What follows belongs to an exercise in optimizing a design on an open flow for small area, a short achievable clock period and few clock cycles per item; a production flow would make more cautious choices. The RTL was checked by simulation tests, not by an equivalence proof against the original design.

Design aes_slice, start of the top module:
module aes_slice (
    input  wire         clk,
    input  wire         rst,
    input  wire         key_load,
    input  wire         key256,
    input  wire [255:0] key_in,
    input  wire         start,
    input  wire         decrypt,
    input  wire [127:0] din,
    output wire         busy,
    output reg          done,
    output reg  [127:0] dout
);
    reg [255:0] ke;          
    reg [255:0] kd;          
    reg         k256;        
    reg         dvalid;      
    reg         xp_on;       
    reg         xp_ph;       
    reg [3:0]   xp_r;        
    reg [47:0]  xp_t;        
    reg [47:0]  tke, tkd;    
    reg         tkev;        
    reg [127:0] s;
    reg [191:0] m;
    reg [255:0] ws, wm;      
    reg [47:0]  tk;          
    reg [31:0]  swm;         
    reg         vs, vm;      
    reg         ds, dm;      
    reg         ks, km;      
    reg [3:0]   rs, rm;      
    reg         lastm;       
    reg         pv;
    reg         busy_q;      
    reg         dispatch_q;  
    reg         pd;
    reg [127:0] pdin;
    function [11:0] sbf_a;
        input [7:0] a;
  ...
For scale: about 18000 cells after synthesis, roughly 1900 flip-flops, roughly 520 I/O pins.
==> flow/config.mk <==
export PLATFORM = sky130hd
export DESIGN_NAME = aes_slice
export DESIGN_NICKNAME = aes_slice
export VERILOG_FILES = /design/flow/design.v
export SDC_FILE = /design/flow/constraint.sdc
export NUM_CORES = 4
export LEC_CHECK = 0
export ABC_AREA = 1
export CAP_MARGIN = 20
export CORE_MARGIN = 2
export CORE_UTILIZATION = 40
export PLACE_DENSITY = 0.6
export SETUP_SLACK_MARGIN = 4.0
export SLEW_MARGIN = 20
==> flow/constraint.sdc <==
create_clock -name core_clock -period 8.5 [get_ports {clk}]
set_input_delay 1.7000 -clock core_clock [delete_from_list [all_inputs] [get_ports {clk}]]
set_output_delay 1.7000 -clock core_clock [all_outputs]
set_load 0.01 [all_outputs]
standard.sh (not shown) runs the stock make flow with config.mk's settings and CLKGATE_MAP_FILE= SYNTH_SCRIPT=/design/flow/synth_recipe.tcl, a recipe that flattens the netlist after the stock synthesis.
==> flow/flow/run.sh <==
#!/bin/bash
# Layout flow: the standard layout (standard.sh, ORFS synthesis to
# final layout, unchanged), except that Yosys's extraction of full and half
# adders is turned off (ADDER_MAP_FILE empty). The AES logic is almost all
# XOR, and the extracted ha/fa cells map it slower and larger than plain
# gates. Registers and their names are those of the standard synthesis.
# ORFS writes each step's full log under orfs/logs/; make's own output goes
# to flow_make.log here.
set -euo pipefail
bash standard.sh ADDER_MAP_FILE= finish > flow_make.log 2>&1
Testbench counts at the start, summed over its fixed seeds: cycles 4,864, blocks 384.
Edit:
--- a/flow/design.v
+++ b/flow/design.v
@@ -23,27 +23,23 @@
     reg         tkev;        
     reg [127:0] s;
     reg [191:0] m;
     reg [255:0] ws, wm;      
     reg [47:0]  tk;          
     reg [31:0]  swm;         
     reg         vs, vm;      
     reg         ds, dm;      
     reg         ks, km;      
     reg [3:0]   rs, rm;      
     reg         lastm;       
-    reg         pv;
-    reg         busy_q;      
-    reg         dispatch_q;  
-    reg         pd;
-    reg [127:0] pdin;
+    reg         rdy_e, rdy_d;
     function [11:0] sbf_a;
         input [7:0] a;
         reg t1, t2, t3, t4, t5, t6, t7, t8, t9, t10, t11, t12, t13, t14, t15, t16, t17, t18, t19, t20, t21, t22, t23, t24, t25, t26, t27, t28, t29, t30, t31, t32, t33, t34, t35, t36, t37, t38, t39, t40, t41, t42, t43, t44, t45, t46, t47, t48, t49, t50, t51, t52, t53, t54, t55, t56, t57, t58, t59, t60, t61, t62, t63, t64, t65, t66, t67, t68, t69, t70, t71, t72, t73, t74, t75, t76, t77, t78, t79, t80, t81, t82;
         begin
             t1 = a[1] ^ a[5];
             t2 = a[2] ^ a[3];
             t3 = a[5] ^ a[7];
             t4 = a[6] ^ t1;
             t5 = a[0] ^ t4;
             t6 = a[1] ^ a[7];
             t7 = a[2] ^ a[7];
@@ -600,60 +596,55 @@
                                : wm_next[31:0];
     wire [127:0] rk = wm[255:128];
     wire [127:0] sb;
     generate
         for (gi = 0; gi < 16; gi = gi + 1) begin : g_sb
             assign sb[8*gi +: 8] = sbd_b(m[12*gi +: 12], dm);
         end
     endgenerate
     wire [127:0] mc   = mix_columns(dm ? pre_inv_mix(sb ^ rk) : sb);
     wire [127:0] rout = (lastm ? sb : mc) ^ ((dm && !lastm) ? 128'd0 : rk);
     wire [3:0] nr = k256 ? 4'd14 : 4'd10;
-    wire acc_key = key_load && !busy_q;
-    wire acc_blk = start && !busy_q;
-    wire [255:0] src = pd ? kd : ke;
+    assign busy = start && !(decrypt ? rdy_d : rdy_e);
+    wire acc_key = key_load;
+    wire acc_blk = start && !busy;
+    wire [255:0] src = decrypt ? kd : ke;
     wire       xp_end   = xp_on && xp_ph && (xp_r == nr);
-    wire       pv_n     = acc_blk || (pv && !dispatch_q);
-    wire       pd_n     = acc_blk ? decrypt : pd;
     wire       k256_n   = acc_key ? key256 : k256;
     wire       dvalid_n = !acc_key && (dvalid || xp_end);
-    wire       vs_n     = dispatch_q || (vm && !lastm);
-    wire       ks_n     = dispatch_q ? k256 : km;
-    wire       vm_n     = vs;
-    wire       lastm_n  = ds ? (rs == 4'd0) : (rs == (ks ? 4'd14 : 4'd10));
     wire       tkev_n   = !acc_key && (tkev || (xp_on && xp_ph && xp_r == 4'd1));
-    wire       disp_n   = pv_n && (!vm_n || lastm_n) && (!vs_n || !ks_n || k256_n)
-                          && (pd_n ? dvalid_n : tkev_n);
-    assign busy = busy_q;
+    wire       vs_n     = acc_blk || (vm && !lastm);
+    wire       ks_n     = acc_blk ? k256 : km;
+    wire       lastm_n  = ds ? (rs == 4'd0) : (rs == (ks ? 4'd14 : 4'd10));
+    wire       slot_n   = (!vs || lastm_n) && (!vs_n || !ks_n || k256_n);
     always @(posedge clk) begin
         done <= vm && lastm;
         dout <= rout;
-        dispatch_q <= disp_n;
-        busy_q     <= pv_n && !disp_n;
+        rdy_e      <= slot_n && tkev_n;
+        rdy_d      <= slot_n && dvalid_n;
         lastm      <= lastm_n;
-        pv         <= pv_n;
         m  <= m_next;
         wm <= wm_next;
         swm <= swm_next;
         vm <= vs;
         dm <= ds;
         km <= ks;
         rm <= rs;
-        if (dispatch_q) begin
-            s  <= pdin ^ src[255:128];
+        if (acc_blk) begin
+            s  <= din ^ src[255:128];
             ws <= src;
-            tk <= pd ? tkd : tke;
+            tk <= decrypt ? tkd : tke;
             vs <= 1'b1;
-            ds <= pd;
+            ds <= decrypt;
             ks <= k256;
-            rs <= pd ? nr - 4'd1 : 4'd1;
+            rs <= decrypt ? nr - 4'd1 : 4'd1;
         end else begin
             s  <= rout;
             ws <= wm;
             tk <= key_sb_a(swm);
             vs <= vm && !lastm;
             ds <= dm;
             ks <= km;
             rs <= dm ? rm - 4'd1 : rm + 4'd1;
         end
         if (xp_on) begin
             xp_ph <= !xp_ph;
@@ -666,38 +657,33 @@
                 end
                 if (xp_r == nr)
                     tkd <= xp_t;
                 kd   <= key_step(kd, key_sb_b(xp_t), k256, 1'b0, xp_r);
                 xp_r <= xp_r + 4'd1;
                 if (xp_r == nr) begin
                     xp_on  <= 1'b0;
                     dvalid <= 1'b1;
                 end
             end
         end
-        if (acc_blk) begin
-            pd   <= decrypt;
-            pdin <= din;
-        end
         if (acc_key) begin
             ke     <= key_in;
             kd     <= key_in;
             k256   <= key256;
             dvalid <= 1'b0;
             tkev   <= 1'b0;
             xp_on  <= 1'b1;
             xp_ph  <= 1'b0;
             xp_r   <= 4'd1;
         end
         if (rst) begin
             done       <= 1'b0;
             vs         <= 1'b0;
             vm         <= 1'b0;
-            pv         <= 1'b0;
-            busy_q     <= 1'b0;
-            dispatch_q <= 1'b0;
+            rdy_e      <= 1'b0;
+            rdy_d      <= 1'b0;
             xp_on      <= 1'b0;
             dvalid     <= 1'b0;
             tkev       <= 1'b0;
         end
     end
 endmodule
Core utilization is lower by 0.43 points.
Wire length came out higher by 4.8%.
Cell area went down by 2.5%.
Setup slack got worse by 67 ps.
Via count goes up by 2.6%.
Final cell count climbs by 1.6%.
Die area falls by 1.2%.
Count of clock-buffer cells in the layout falls by 11.
Testbench counts after the change, summed over its fixed seeds: cycles 4,875, blocks 384.

-- re-timing with driven ports --
Ports are ideal in the flow. The routed layouts listed here were re-timed in OpenROAD. Step 1 (the two cells are an assumption about what drives the block):
set clk [get_ports {clk}]
set_driving_cell -lib_cell sky130_fd_sc_hd__clkbuf_16 $clk
set_driving_cell -lib_cell sky130_fd_sc_hd__buf_2 [delete_from_list [all_inputs] $clk]
Step 2 adds t to the input delays and takes it off the output delays; t is the mean of the earliest and latest rising clock arrival at the registers after step 1. Input paths then give back, and output paths get back, about the clock's delay inside the block. a / b / c = ideal ports / drivers / drivers and shift; a / b = the first two.
run | shift t [ns] | slack for setup (ns) | worst setup path at the end
the first run | 1.024 | 4.049 / 4.049 / 3.873 | input to register
the second run | 1.007 | 3.982 / 3.882 / 3.502 | input to register
After both steps setup and hold are still met in every run listed. For the second run, which loses most, drivers alone change the setup slack by -0.100 ns; drivers and shift together by -0.480 ns.
